Context: an optimization exercise on an open-source flow, tuned for small area, a short achievable clock period and few clock cycles. The choices shown serve that exercise and are no tape-out recipe. Function was checked by simulation only, so behaviour that the tests miss may differ from the original. Power is estimated from default activity; no workload was simulated.

job 4560:
## flush_cvt
module flush_cvt (
    input  wire        clk,
    input  wire        rst,
    input  wire        in_valid,
    output wire        in_ready,
    input  wire [95:0] in_acc,
    input  wire [1:0]  in_tag,
    input  wire [7:0]  in_level,
    input  wire [3:0]  in_fmt,
    input  wire        in_sr,
    input  wire [31:0] in_rand,
    output reg         out_valid,
    output reg  [31:0] out_data,
    output reg         out_overflow
);
Settings: LEC_CHECK=0, CAP_MARGIN=20, CORE_MARGIN=2, CORE_UTILIZATION=60, PLACE_DENSITY=0.75, SLEW_MARGIN=20; clock period 34.0 ns.
standard.sh (not shown) runs the stock make flow with config.mk's settings and CLKGATE_MAP_FILE= SYNTH_SCRIPT=/design/flow/synth_recipe.tcl, a recipe that flattens the netlist after the stock synthesis.
==> flow/flow/run.sh <==
#!/bin/bash
# Standard layout (standard.sh, the standard flow's own ORFS run) with these changes:
#  - synthesis maps with flow/area.abc (ABC's &nf mapper) instead of ORFS's
#    ABC script; the rest of synthesis is synth_recipe.tcl unchanged, so the
#    registers and their names are those of the standard synthesis;
#  - ports are buffered with buf_1 cells instead of clkdlybuf4s50_1;
#  - clock tree: larger sink clusters driven by clkbuf_8, no dummy loads;
#  - timing repair aims for setup slack above SETUP_SLACK_MARGIN.
# make's output goes to make.log here; ORFS keeps each step's log under
# orfs/logs/.
set -euo pipefail
HERE=$(pwd)
export MY_ABC_SCRIPT=$HERE/flow/area.abc
export FLOW_SYNTH_TCL=$HERE/synth_recipe.tcl
bash standard.sh finish SYNTH_SCRIPT=$HERE/flow/synth.tcl \
  SETUP_SLACK_MARGIN=26.6 \
  "BUFFER_PORTS_ARGS=-buffer_cell sky130_fd_sc_hd__buf_1" \
  "CTS_ARGS=-sink_clustering_enable -repair_clock_nets -dont_use_dummy_load -root_buf sky130_fd_sc_hd__clkbuf_16 -buf_list sky130_fd_sc_hd__clkbuf_8 -sink_clustering_size 16 -sink_clustering_max_diameter 60" \
  > make.log 2>&1
==> flow/flow/area.abc <==
strash
&get -n
&fraig -x
&put
scorr
dc2
strash
&get -n
&dch -f
&nf -R 1000
&put
==> flow/flow/synth.tcl <==
# synth_recipe.tcl, with the liberty mapping done by our ABC script.
proc abc {args} {
  set i [lsearch -exact $args -script]
  if {$i >= 0} { set args [lreplace $args $i [expr {$i + 1}]] }
  set j [lsearch -exact $args -D]
  if {$j >= 0} { set args [lreplace $args $j [expr {$j + 1}]] }
  yosys abc -script $::env(MY_ABC_SCRIPT) {*}$args
}
source $::env(FLOW_SYNTH_TCL)
Testbench counts of job 4560, summed over its fixed seeds: cycles 16,024.
Input-level comparison between job 804 and job 4560:
-- flow/flow/run.sh --
<<< job 4560, line 14
export FLOW_SYNTH_TCL=$HERE/synth_recipe.tcl
bash standard.sh finish SYNTH_SCRIPT=$HERE/flow/synth.tcl \
  SETUP_SLACK_MARGIN=26.6 \
  "BUFFER_PORTS_ARGS=-buffer_cell sky130_fd_sc_hd__buf_1" \
  "CTS_ARGS=-sink_clustering_enable -repair_clock_nets -dont_use_dummy_load -root_buf sky130_fd_sc_hd__clkbuf_16 -buf_list sky130_fd_sc_hd__clkbuf_8 -sink_clustering_size 16 -sink_clustering_max_diameter 60" \
>>> job 804, line 14
export FLOW_SYNTH_TCL=$HERE/synth_recipe.tcl
bash standard.sh finish SYNTH_SCRIPT=$HERE/flow/synth.tcl \
  SETUP_SLACK_MARGIN=25.8 \
  "BUFFER_PORTS_ARGS=-buffer_cell sky130_fd_sc_hd__buf_1" \
  "CTS_ARGS=-sink_clustering_enable -repair_clock_nets -dont_use_dummy_load -root_buf sky130_fd_sc_hd__clkbuf_16 -buf_list sky130_fd_sc_hd__clkbuf_8 -sink_clustering_size 16 -sink_clustering_max_diameter 60" \
==> comparison <==
Route | job 804 vs job 4560 | wire shorter in job 804. Taking job 4560 as the reference, in job 804 overall power consumption fell 0.092 mW; global-route usage rose 0.71 points; worst path setup slack after routing fell 0.24 ns; finished layout cell area fell 1100 µm².
--- input diff job 804..job 5815 ---
-- flow/flow/run.sh --
<<< job 804, line 14
export FLOW_SYNTH_TCL=$HERE/synth_recipe.tcl
bash standard.sh finish SYNTH_SCRIPT=$HERE/flow/synth.tcl \
  SETUP_SLACK_MARGIN=25.8 \
  "BUFFER_PORTS_ARGS=-buffer_cell sky130_fd_sc_hd__buf_1" \
  "CTS_ARGS=-sink_clustering_enable -repair_clock_nets -dont_use_dummy_load -root_buf sky130_fd_sc_hd__clkbuf_16 -buf_list sky130_fd_sc_hd__clkbuf_8 -sink_clustering_size 16 -sink_clustering_max_diameter 60" \
  > make.log 2>&1
>>> job 5815, line 14
export FLOW_SYNTH_TCL=$HERE/synth_recipe.tcl
bash standard.sh finish SYNTH_SCRIPT=$HERE/flow/synth.tcl \
  SETUP_SLACK_MARGIN=26.2 \
  "BUFFER_PORTS_ARGS=-buffer_cell sky130_fd_sc_hd__buf_1" \
  "CTS_ARGS=-sink_clustering_enable -repair_clock_nets -dont_use_dummy_load -root_buf sky130_fd_sc_hd__clkbuf_16 -buf_list sky130_fd_sc_hd__clkbuf_8 -sink_clustering_size 20 -sink_clustering_max_diameter 50 -balance_levels" \
  > make.log 2>&1
[summary]
A launch point of the critical path of out_data[19]$_SDFF_PP0_ is what job 5815 shows, while acc1[63]$_DFF_P_ belongs to job 804. Compared job 804 against job 5815; power drawn by the clock network within noise. On critical path's largest stage delay: between job 804 and job 5815, it ends up lower for job 5815. Compared with job 804, in job 5815 worst setup slack climbed 0.19 ns; global-route usage went down; worst-case headroom to the max-slew limit saw a decrease; design area higher; cell count was more or less identical. The highest achievable clock rate reported for job 5815 is greater than that of job 804 by 3.1 MHz.

-- afterwards: timing with drivers on the ports --
Ports are ideal in the flow. The routed layouts listed here were re-timed in OpenROAD.
Step 1 sets driving cells, clkbuf_16 on the clock port and buf_2 on the other inputs (assumed; they add their load-dependent delay and slew).
Step 2 adds t to the input delays and takes it off the output delays; t is the mean of the earliest and latest rising clock arrival at the registers after step 1. Input paths then give back, and output paths get back, about the clock's delay inside the block.
a / b / c = no drivers / after step 1 / after step 2; a / b = the first two.
run	t (ns)	slack for setup (ns)	clock arrival spread, ns	worst data-port slew with drivers (ns)	cell pins on the clock port's net
job 4560	0.561	26.221 / 26.167 / 26.635	0.066 / 0.066	0.04	1
job 804	0.575	25.986 / 25.986 / 25.986	0.067 / 0.067	0.06	1
job 5815	0.593	26.177 / 26.118 / 26.402	0.066 / 0.067	0.05	1
After both steps every run listed still meets setup and hold.
